Source: an optimization exercise on an open RTL-to-GDS flow (aim: small area, a short achievable clock period and few clock cycles). Production flows keep margins and buffers that such runs may drop.
Function was checked by simulation only, so behaviour that the tests miss may differ from the original.

**design/flow/design.v**
```verilog
module canopy_fec_rx (
    input  wire         clk,
    input  wire         rst,         
    input  wire         start,
    input  wire [30:0]  seed,
    input  wire         in_valid,
    output wire         in_ready,
    input  wire [13:0]  in_trits,
    output reg          out_valid,
    input  wire         out_ready,
    output reg  [9:0]   out_sym,
    output reg          out_era,     
    output reg          out_last,    
    output wire [159:0] out_synd,    
    output reg  [9:0]   out_nera     
);
    localparam integer N = 544;
    reg [11:0] gval;
    integer t;
    always @(*) begin
        gval = 12'd0;
        for (t = 6; t >= 0; t = t - 1)
            gval = gval * 3 + in_trits[2*t +: 2];
    end
    wire        g_era  = (gval >= 12'd2048);
    wire [10:0] g_bits = g_era ? 11'd0 : gval[10:0];
    reg  [20:0] bit_buf;
    reg  [20:0] era_buf;
    reg  [4:0]  bit_cnt;
    wire        pop       = (bit_cnt >= 5'd10) && (!out_valid || out_ready) && !start;
    wire [4:0]  after_pop = pop ? bit_cnt - 5'd10 : bit_cnt;
    wire        room      = (after_pop <= 5'd10);
    assign      in_ready  = room && !start;
    wire        push      = in_valid && in_ready;
    reg [20:0] buf_next, era_next;
    always @(*) begin
        buf_next = pop ? {bit_buf[10:0], 10'd0} : bit_buf;
        era_next = pop ? {era_buf[10:0], 10'd0} : era_buf;
        if (push) begin
            buf_next = buf_next | ({g_bits, 10'd0} >> after_pop);
            era_next = era_next | ({{11{g_era}}, 10'd0} >> after_pop);
        end
    end
    always @(posedge clk) begin
        if (rst || start) begin
            bit_buf <= 21'd0;
            era_buf <= 21'd0;
            bit_cnt <= 5'd0;
        end else begin
            bit_buf <= buf_next;
            era_buf <= era_next;
            bit_cnt <= after_pop + (push ? 5'd11 : 5'd0);
        end
    end
    reg  [30:0] scr;
    reg  [30:0] scr_next;
    reg  [9:0]  key;
    integer b;
    always @(*) begin
        scr_next = scr;
        for (b = 9; b >= 0; b = b - 1) begin
            key[b]   = scr_next[30] ^ scr_next[27];
            scr_next = {scr_next[29:0], key[b]};
        end
    end
    always @(posedge clk) begin
        if (rst)
            scr <= 31'd0;
        else if (start)
            scr <= seed;
        else if (pop)
            scr <= scr_next;
    end
    wire [9:0] sym     = bit_buf[20:11] ^ key;
    wire       sym_era = |era_buf[20:11];
    function [9:0] gf_mul(input [9:0] a, input [9:0] c);
        integer i;
        reg [9:0] acc;
        reg [9:0] sh;
        begin
            acc = 10'd0;
            sh  = a;
            for (i = 0; i < 10; i = i + 1) begin
                if (c[i])
                    acc = acc ^ sh;
                sh = {sh[8:0], 1'b0} ^ (sh[9] ? 10'h009 : 10'h000);
            end
            gf_mul = acc;
        end
    endfunction
    function [9:0] alpha_pow(input integer j);
        integer i;
        reg [9:0] p;
        begin
            p = 10'd1;
            for (i = 0; i < j; i = i + 1)
                p = gf_mul(p, 10'd2);
            alpha_pow = p;
        end
    endfunction
    reg [9:0] synd [0:15];
    reg [9:0] pos;
    integer j;
    always @(posedge clk) begin
        if (rst || start) begin
            pos       <= 10'd0;
            out_valid <= 1'b0;
            out_sym   <= 10'd0;
            out_era   <= 1'b0;
            out_last  <= 1'b0;
            out_nera  <= 10'd0;
            for (j = 0; j < 16; j = j + 1)
                synd[j] <= 10'd0;
        end else if (pop) begin
            out_valid <= 1'b1;
            out_sym   <= sym;
            out_era   <= sym_era;
            out_last  <= (pos == N - 1);
            out_nera  <= ((pos == 10'd0) ? 10'd0 : out_nera) + {9'd0, sym_era};
            for (j = 0; j < 16; j = j + 1)
                synd[j] <= ((pos == 10'd0) ? 10'd0 : gf_mul(synd[j], alpha_pow(j))) ^ sym;
            pos <= (pos == N - 1) ? 10'd0 : pos + 10'd1;
        end else if (out_ready) begin
            out_valid <= 1'b0;
        end
    end
    genvar g;
    generate
        for (g = 0; g < 16; g = g + 1) begin : g_synd
            assign out_synd[10*g +: 10] = synd[g];
        end
    endgenerate
endmodule
```
**design/flow/run.sh**
```bash
#!/bin/bash
# synth_recipe.tcl (not shown) runs the flow's synth.tcl, then flattens the netlist and writes it again
# the make line also repeats each setting of config.mk as NAME=value (left out here)
make -C /OpenROAD-flow-scripts/flow DESIGN_CONFIG=/design/flow/config.mk WORK_HOME=/design/flow/orfs CLKGATE_MAP_FILE= SYNTH_SCRIPT=/design/flow/synth_recipe.tcl finish
```
**design/flow/config.mk**
```make
export PLATFORM = sky130hd
export DESIGN_NAME = canopy_fec_rx
export DESIGN_NICKNAME = canopy_fec_rx
export VERILOG_FILES = /design/flow/design.v
export SDC_FILE = /design/flow/constraint.sdc
export NUM_CORES = 4
export LEC_CHECK = 0
export CAP_MARGIN = 20
export CORE_MARGIN = 2
export CORE_UTILIZATION = 40
export SLEW_MARGIN = 20
```
**design/flow/constraint.sdc**
```tcl
create_clock -name core_clock -period 13.0 [get_ports {clk}]
set_input_delay 2.6000 -clock core_clock [delete_from_list [all_inputs] [get_ports {clk}]]
set_output_delay 2.6000 -clock core_clock [all_outputs]
set_load 0.01 [all_outputs]
```
==> run_results.csv, run 1 <==
group,metric,value,unit
status,outcome,"no timing/DRC/antenna violations",
flow_run,maxCapViolations,0,
worst_setup_path,critPathKind,"input pin to register",
sta,period_share,86.8,%
synthesis,ys_seq_area_share,33.2,%
clock_network,cts_sinks,271,
sta,slew_headroom,27.0,%
drt,post-route-drc-count,0,
clock_network,ctsResizeCount,0,
clock_network,clockBufferDepth,3,
sta,clock.fmax,88.6,MHz
worst_setup_path,critPathArrivalTime,11.77,ns
min_path,hold_class,"register to register",
synthesis,synth_async_sr_flop_share,0,%
placement,port_buffers,233,
drt,wl_per_cell,18.0,um
die,rows,74,
final_layout,fin_nets,2340,
worst_setup_path,cp_num_buf_inv,6,
drt,routed_wl,49600,um
die,die_y,206,um
synthesis,ys_top_cells_by_area,"dfxtp_1 (33%), xnor2_1 (9.6%), a21oi_1 (6.6%), nor2_1 (6.3%), ha_1 (6.1%)",
synthesis,yosysTopAreaCell,"dfxtp_1",
min_path,hold_depth,2,
sta,tns,0,ns
clock_network,cts_buffers,31,
clock_network,cts_tree,"built",
final_layout,stdcell_count,2753,
worst_setup_path,r2r-end,"bit_cnt[4]$_SDFF_PP0_",
placement,dp_hpwl,33300,um
synthesis,synthesis.nets,2195,
worst_setup_path,start_kind,"input pin",
worst_setup_path,reg2reg_slack,8.87,ns
worst_setup_path,reg2reg_from,"bit_cnt[0]$_SDFF_PP0_",
drt,drtIter0Drc,994,
worst_setup_path,worst_path_largest_cell_delay,0.52,ns
final_layout,drive_gt1_share,5.72,%
worst_setup_path,startpoint,"in_trits[13]",
placement,gp_congestion,0.850,
synthesis,synthFlopType,"dfxtp_1",
min_path,min_to,"bit_buf[5]$_SDFF_PP0_",
synthesis,syn_inst,2052,
worst_setup_path,end_kind,"register",
drt,via_per_inst,5.40,
sta,finalCriticalPeriod,11.28,ns
drt,ant_nets,0,
sta,setup_ws,1.72,ns
worst_setup_path,slowest_stage,"clkdlybuf4s50_1",
final_layout,design_area,0.0201,mm2
worst_setup_path,worst-path-stages,38,
sta,setup_violations,0,
worst_setup_path,required,13.48,ns
die,core,0.0406,mm2
synthesis,ys_seq_elements,271,
global_routing,grtUsageTotal,22.9,%
final_layout,syn_to_final_growth,22.9,%
clock_network,htree_levels,1,
clock_network,root_buffer,"clkbuf_16",
global_routing,grt_pass1_vias,13800,
clock_network,clock_latency,0.58,ns
clock_network,cts_setup_buffers,0,
global_routing,antenna_found_initial,0,
placement,dp.cells,2696,
sta,fin_skew,0.0194,ns
clock_network,path_clk_slew,0.06,ns
synthesis,avgSynthCellArea,7.95,um2
drt,num_vias,14900,
worst_setup_path,critPathTopFamily,"adder cells",
worst_setup_path,reg2reg_depth,14,
final_layout,num_antenna_cells,0,
die,initial_utilization,40.3,%
sta,tightest_slew,1.10,ns
sta,hold_viol,0,
global_routing,grt_pass1_wl,77500,um
synthesis,post_synth_num_cell_types,71,
die,die_x,206,um
worst_setup_path,critPathMaxFanout,34,
sta,final-max-slew-violation-count,0,
synthesis,yosysWarnings,2,
min_path,hp-start,"bit_buf[5]$_SDFF_PP0_",
worst_setup_path,cp_common_cell,"ha_1",
global_routing,grt_max_degree,254,
synthesis,yosysTopAreaCellShare,33.2,%
synthesis,synth_edf_count,0,
die,die_area,0.0424,mm2
placement,dp_slack,1.14,ns
placement,placedInstanceArea,0.0191,mm2
die,ios,234,
drt,dr.pass1.iters,6,
final_layout,nFillCells,3976,
clock_network,cts-hold-fix-buffers,0,
sta,rsz0062_at_grt,"no",
synthesis,syn_area,0.0163,mm2
global_routing,grt-ovfl-total,0,
-- synth_stat cells (all sizes together) (11+ instances only) --
cell type and number:
nand2 267, a21oi 216, dfxtp 271, and3 11, nand2b 11, mux2i 20
nand3 31, a31oi 17, ha 80, o22ai 22, clkbuf 115, a211oi 93
xnor2 180, xor2 104, buf 32, nor2 274, inv 35, o21ai 96
nor3 26, fa 13
-- worst max path at each step --
stage	to	slack, ns
after detailed placement	era_buf[18]$_SDFF_PP0_	1.14
after global routing	era_buf[18]$_SDFF_PP0_	1.15
final	era_buf[18]$_SDFF_PP0_	1.72
after CTS	era_buf[18]$_SDFF_PP0_	1.70
after global placement	era_buf[18]$_SDFF_PP0_	1.34
after floorplan	bit_buf[13]$_SDFF_PP0_	2.30
-- through the flow --
step | hold slack [ns] | util, %
3_5_place_dp | 0.438 | 47.0
5_1_grt | 0.472 | 49.5
2_1_floorplan | 0.423 | -
4_1_cts | 0.447 | 49.5
6_report | 0.451 | 49.5
3_3_place_gp | 0.436 | 47.0
-- cell families (layout without fill, tap and decap cells) --
| family | Yosys count | in the layout | synth area share (%) |
|---|---|---|---|
| buffers and inverters | 182 | 351 | 4.28 |
| adders and majority gates | 93 | 93 | 7.73 |
| and+or+nand+nor | 664 | 664 | 16.9 |
| muxes | 38 | 38 | 3.11 |
| AOI/OAI and AO/OA | 519 | 519 | 19.3 |
| DFF | 271 | 271 | 33.2 |
| xor gates and xnor gates | 285 | 285 | 15.4 |
-- layout by cell type, fill, tap and decap left out, types with 17 or more instances in the layout --
| cell type | n |
|---|---|
| nor2_1 | 271 |
| dfxtp_1 | 271 |
| nand2_1 | 266 |
| clkdlybuf4s50_1 | 232 |
| a21oi_1 | 215 |
| xnor2_1 | 169 |
| xor2_1 | 104 |
| o21ai_0 | 93 |
| a211oi_1 | 92 |
| ha_1 | 80 |
| inv_1 | 34 |
| nand3_1 | 31 |
| clkbuf_16 | 31 |
| buf_4 | 25 |
| nor3_1 | 24 |
| o22ai_1 | 22 |
| mux2i_1 | 19 |
| a31oi_1 | 17 |
-- worst reg2reg max path, cell delays in order (launching register included) --
cell	delay (ns)
dfxtp_1	0.96
nand3b_1	0.27
a311oi_4	0.10
buf_4	0.35
xnor2_2	0.58
a21oi_2	0.18
o21ai_2	0.42
inv_1	0.18
ha_1	0.24
inv_1	0.08
fa_1	0.19
inv_1	0.07
a31oi_1	0.15
xor2_1	0.16
nor2_1	0.05
-- sequential cells by signal (all words and copies together), names as in the netlist, 5 cells and up --
register / cells
era_buf: 21
out_sym: 10
bit_cnt: 5
bit_buf: 21
scr: 31
out_nera: 10
synd: 160
pos: 10
-- cell type report --
class / count / area [um2] / area share [%]
clock buffers: 45 / 928 / 4.63
clock inverters: 12 / 73.8 / 0.368
inverters: 35 / 131 / 0.655
multi-input cells: 1599 / 10300 / 51.4
flip-flops and latches: 271 / 5430 / 27.0
well taps: 532 / 666 / 3.32
repair buffers: 259 / 2530 / 12.6
-- per-layer routing --
metal | part of all wire (%) | vias to the layer above | routed length (um) | global-route usage (%)
met5 | 0 | - | 0 | 0
met4 | 2.1 | 0 | 1050 | 5.46
met3 | 6.9 | 59 | 3410 | 4.05
met2 | 46 | 435 | 22700 | 37.2
met1 | 45 | 7029 | 22500 | 31.6
li1 | - | 7355 | - | -
Testbench counts, summed over its fixed seeds: cycles 52,240.
==> run 2, diff against run 1 <==
==> design/flow/design.v (replaced) <==
module canopy_fec_rx (
    input  wire         clk,
    input  wire         rst,         
    input  wire         start,
    input  wire [30:0]  seed,
    input  wire         in_valid,
    output wire         in_ready,
    input  wire [13:0]  in_trits,
    output reg          out_valid,
    input  wire         out_ready,
    output reg  [9:0]   out_sym,
    output reg          out_era,     
    output reg          out_last,    
    output wire [159:0] out_synd,    
    output reg  [9:0]   out_nera     
);
    localparam integer N = 544;
    wire clr = rst | start;
    reg [13:0] ir_t;
    reg        ir_v;
    reg        rdy;
    assign in_ready = rdy;
    always @(posedge clk) begin
        ir_t <= in_trits;
        ir_v <= in_valid & rdy & ~clr;
    end
    wire [1:0] t0 = ir_t[1:0],   t1 = ir_t[3:2],   t2 = ir_t[5:4];
    wire [1:0] t3 = ir_t[7:6],   t4 = ir_t[9:8],   t5 = ir_t[11:10];
    wire [1:0] t6 = ir_t[13:12];
    wire [11:0] gval = {10'd0, t0} + 12'd3 * t1 + 12'd9 * t2 + 12'd27 * t3
                     + 12'd81 * t4 + 12'd243 * t5 + 12'd729 * t6;
    wire        g_era  = gval[11];
    wire [10:0] g_bits = g_era ? 11'd0 : gval[10:0];
    reg  [30:0] scr;
    reg  [30:0] scr_next;
    reg  [10:0] key;
    integer b;
    always @(*) begin
        scr_next = scr;
        for (b = 10; b >= 0; b = b - 1) begin
            key[b]   = scr_next[30] ^ scr_next[27];
            scr_next = {scr_next[29:0], key[b]};
        end
    end
    always @(posedge clk) begin
        if (start)
            scr <= seed;
        else if (ir_v)
            scr <= scr_next;
    end
    wire [10:0] g_desc = g_bits ^ key;
    reg [10:0] qd [0:3];
    reg [3:0]  qe;
    reg [2:0]  n;
    reg [3:0]  o;
    wire have = (n >= 3'd2) | ((n == 3'd1) & (o <= 4'd1));
    wire pop  = have & (~out_valid | out_ready);
    wire drop = pop & (o != 4'd0);
    wire [2:0] n_sh = n - {2'd0, drop};
    wire [2:0] n_nx = n_sh + {2'd0, ir_v};
    integer i;
    always @(posedge clk) begin
        for (i = 0; i < 4; i = i + 1) begin
            if (i[2:0] >= n_sh) begin
                qd[i] <= g_desc;
                qe[i] <= g_era;
            end else if (drop) begin
                qd[i] <= (i < 3) ? qd[(i + 1) % 4] : qd[i];
                qe[i] <= (i < 3) ? qe[(i + 1) % 4] : qe[i];
            end
        end
    end
    always @(posedge clk) begin
        if (clr) begin
            n   <= 3'd0;
            o   <= 4'd0;
            rdy <= 1'b1;
        end else begin
            n   <= n_nx;
            if (pop)
                o <= (o == 4'd0) ? 4'd10 : o - 4'd1;
            rdy <= ({1'b0, n_nx} + {3'd0, in_valid & rdy}) <= 4'd3;
        end
    end
    wire [21:0] win = {qd[0], qd[1]};
    wire [21:0] win_sh = win << o;
    wire [9:0]  sym = win_sh[21:12];
    wire        sym_era = qe[0] | (qe[1] & (o >= 4'd2));
    function [9:0] gf_mul(input [9:0] a, input [9:0] c);
        integer k;
        reg [9:0] acc;
        reg [9:0] sh;
        begin
            acc = 10'd0;
            sh  = a;
            for (k = 0; k < 10; k = k + 1) begin
                if (c[k])
                    acc = acc ^ sh;
                sh = {sh[8:0], 1'b0} ^ (sh[9] ? 10'h009 : 10'h000);
            end
            gf_mul = acc;
        end
    endfunction
    function [9:0] alpha_pow(input integer jj);
        integer k;
        reg [9:0] p;
        begin
            p = 10'd1;
            for (k = 0; k < jj; k = k + 1)
                p = gf_mul(p, 10'd2);
            alpha_pow = p;
        end
    endfunction
    reg [9:0] synd [0:15];
    reg [9:0] pos;
    wire      first = out_last;
    integer j;
    always @(posedge clk) begin
        if (clr) begin
            pos       <= 10'd0;
            out_valid <= 1'b0;
            out_last  <= 1'b1;
        end else if (pop) begin
            out_valid <= 1'b1;
            out_last  <= (pos == N - 1);
            pos       <= (pos == N - 1) ? 10'd0 : pos + 10'd1;
        end else if (out_ready) begin
            out_valid <= 1'b0;
        end
    end
    always @(posedge clk) begin
        if (pop) begin
            out_sym  <= sym;
            out_era  <= sym_era;
            out_nera <= (first ? 10'd0 : out_nera) + {9'd0, sym_era};
            for (j = 0; j < 16; j = j + 1)
                synd[j] <= (first ? 10'd0 : gf_mul(synd[j], alpha_pow(j))) ^ sym;
        end
    end
    genvar g;
    generate
        for (g = 0; g < 16; g = g + 1) begin : g_synd
            assign out_synd[10*g +: 10] = synd[g];
        end
    endgenerate
endmodule
==> run 2 against run 1 <==
Compared with the run above:
- final area grew 2.4%
- die area is 1.9% higher
- non-clock buffer count fell by 18
- via count fell by 28%
- wire length down 21%
- hold slack improved by 0.052 ns
- critical endpoint is now qd[0][10]$_DFFE_PP_
- highest routed layer unchanged
==> run_results.csv, run 2 <==
group,metric,value,unit
status,outcome,"no timing/DRC/antenna violations",
placement,placedInstanceArea,0.0193,mm2
sta,rsz0062_at_grt,"no",
die,die_x,208,um
placement,dp_hpwl,27500,um
die,core,0.0409,mm2
synthesis,synthAdderAreaFrac,7.20,%
synthesis,yosysWarnings,3,
worst_setup_path,start_kind,"input pin",
global_routing,use_met2,29.6,%
drt,ant_nets,0,
flow_run,maxCapViolations,0,
clock_network,root_buffer,"clkbuf_16",
worst_setup_path,critPathMaxFanout,85,
synthesis,synth_compound_area_share,4.37,%
synthesis,ys_seq_area_share,51.1,%
drt,wl_per_cell,18.4,um
synthesis,synth_top_family_by_area,"XOR/XNOR gates",
final_layout,largest_reg_flops,160,
clock_network,path_clk_slew,0.06,ns
clock_network,cts-hold-fix-buffers,0,
final_layout,fin_nets,1719,
sta,setup_ws,6.73,ns
synthesis,yosysMostFrequentCell,"edfxtp_1",
global_routing,grt_max_degree,93,
die,rows,74,
clock_network,ctsResizeCount,0,
final_layout,design_area,0.0205,mm2
worst_setup_path,cp_num_buf_inv,4,
worst_setup_path,slowest_stage,"or4_1",
final_layout,area.sequential,0.00851,mm2
clock_network,clock_latency,0.55,ns
die,ios,234,
sta,setup_violations,0,
sta,tightest_slew,1.10,ns
worst_setup_path,critPathTopFamily,"simple AND/OR/NAND/NOR gates",
placement,gp_congestion,0.812,
synthesis,ys_seq_elements,295,
drt,drtIter0Drc,783,
synthesis,synthesis.nets,1500,
final_layout,mostFrequentLayoutCell,"edfxtp_1",
drt,num_vias,10700,
global_routing,grt.busiest_layer,"met2",
final_layout,reg.largest.list,"synd (160), qd (44), scr (31)",
worst_setup_path,cp_common_cell,"nand2_1",
sta,tns,0,ns
synthesis,syn_area,0.0166,mm2
drt,via_per_inst,4.97,
final_layout,nFillCells,3634,
global_routing,grt_pass1_vias,10800,
final_layout,multiInputGateArea,0.00743,mm2
sta,finalCriticalPeriod,6.27,ns
placement,port_buffers,233,
final_layout,syn_to_final_growth,23.5,%
global_routing,grtUsageMet1,25.7,%
synthesis,synthXorXnorAreaFrac,17.1,%
final_layout,final_cell_mix,"edfxtp_1 (260), xnor2_1 (235), clkdlybuf4s50_1 (233)",
global_routing,grt-ovfl-total,0,
synthesis,ys_top_cells_by_area,"edfxtp_1 (47%), xnor2_1 (12%), dfxtp_1 (4.2%), xor2_1 (4.2%), ha_1 (3.8%)",
die,die_y,208,um
drt,dr.pass1.iters,5,
sta,slew_headroom,26.1,%
synthesis,synth_simple_gate_area_share,10.8,%
synthesis,synth_common_cells,"edfxtp_1 (260), xnor2_1 (235), nor2_1 (160), inv_1 (82), xor2_1 (80)",
global_routing,grt_pass1_wl,62300,um
clock_network,cts_sinks,295,
worst_setup_path,worst_path_largest_cell_delay,0.65,ns
synthesis,post_synth_num_cell_types,63,
sta,fin_skew,0.0162,ns
die,die_area,0.0432,mm2
worst_setup_path,required,13.39,ns
clock_network,htree_levels,2,
clock_network,cts_buffers,36,
clock_network,clockBufferDepth,3,
global_routing,antenna_found_initial,1,
sta,final-max-slew-violation-count,0,
worst_setup_path,critPathArrivalTime,6.65,ns
sta,hold_viol,0,
drt,post-route-drc-count,0,
die,initial_utilization,40.7,%
sta,period_share,48.2,%
sta,clock.fmax,160,MHz
clock_network,cts_tree,"built",
synthesis,yosysTopAreaCell,"edfxtp_1",
synthesis,synthFlopType,"edfxtp_1",
worst_setup_path,critPathKind,"input pin to register",
min_path,hold_class,"register to register",
placement,dp_slack,6.10,ns
clock_network,cts_setup_buffers,0,
final_layout,top_register,"synd",
global_routing,grtUsageMet3,2.54,%
worst_setup_path,end_kind,"register",
synthesis,synth.area.mux_share,5.14,%
synthesis,synth_async_sr_flop_share,0,%
synthesis,avgSynthCellArea,12.1,um2
worst_setup_path,reg2reg_slack,7.36,ns
global_routing,grtUsageTotal,18.4,%
synthesis,synth_edf_count,260,
worst_setup_path,crit_chain,"clkdlybuf4s50_1 -> nand2b_1 -> nand2_1 -> inv_6 -> nand2_1 -> inv_1 -> ha_1 -> ha_1 -> xnor2_1 -> buf_4 -> and2_1 -> nand2_1 -> or4_1 -> o211ai_1",
final_layout,drive_gt1_share,7.49,%
drt,routed_wl,39500,um
synthesis,syn_inst,1371,
synthesis,yosysTopAreaCellShare,46.9,%
==> run 2: area by class of cell <==
class                   count  share of cell area [%]
clock buffers              46                    4.77
inverters                  86                    1.60
clock inverters            17                    1.15
diodes                      1                  0.0122
repair buffers            241                    11.6
well taps                 532                    3.24
flip-flops and latches    295                    41.4
multi-input cells         930                    36.2
==> run 2: cell families after synthesis <==
logic type | Yosys count
xor+xnor | 320
simple gates | 373
mux | 66
buf+inv | 146
fa+ha+maj | 79
flops | 295
compound gates | 92
==> run 2: worst paths after layout <==
kind                        from             endpoint  cells after the start
max                    out_ready  qd[0][10]$_DFFE_PP_                     14
min          pos[1]$_SDFFE_PP0P_  pos[1]$_SDFFE_PP0P_                      2
max reg2reg    o[0]$_SDFFE_PP0P_  qd[0][10]$_DFFE_PP_                     16
min reg2reg  pos[1]$_SDFFE_PP0P_  pos[1]$_SDFFE_PP0P_                      2
==> run 2: routing by layer <==
layer  part of all wire (%)  vias up
met5                      0        -
met4                    2.5        0
met3                    5.5       50
met2                     47      301
met1                     45     5208
li1                       -     5119
==> run 2: worst min-delay path, cell delays in order, from the launching register on <==
cell,delay (ns)
dfxtp_1,0.33
nand2_1,0.06
a21oi_1,0.06
==> run 2: through the flow <==
stage               utilization, %  hold slack, ns  std cells
floorplan                        -           0.467       1371
global placement              47.2           0.483       2084
detailed placement            47.2           0.494       2084
CTS                           50.2           0.502       2147
global route                  50.2           0.537       2148
finish                        50.2           0.503       2148
Testbench counts of run 2, summed over its fixed seeds: cycles 52,248.

[separate check: timing with driven ports]
No port has a modelled driver above. Below, the same layouts with a new extraction and two added sets of constraints.
Step 1 (the two cells are an assumption about what drives the block):
set clk [get_ports {clk}]
set_driving_cell -lib_cell sky130_fd_sc_hd__clkbuf_16 $clk
set_driving_cell -lib_cell sky130_fd_sc_hd__buf_2 [delete_from_list [all_inputs] $clk]
Step 2 moves the port delays by t, midway between the first and last clock arrival at a register: inputs arrive t later, outputs are due t later. That takes back most of the time a late clock gives input paths.
Three values: ideal ports, drivers, drivers and shift; two values: the first two.
run	shift t [ns]	setup slack, ns	hold slack, ns	slew at the worst register clock pin (ns)	pins driven straight from the clock port
run 1	0.621	1.716 / 1.744 / 1.122	0.451 / 0.451 / 0.451	0.06 / 0.06	1
run 2	0.591	6.735 / 6.737 / 6.147	0.503 / 0.503 / 0.503	0.06 / 0.06	1
After both steps every run listed still meets setup and hold. The setup slack of run 1, which loses most, moves by +0.028 ns with the drivers and by -0.594 ns with both steps.
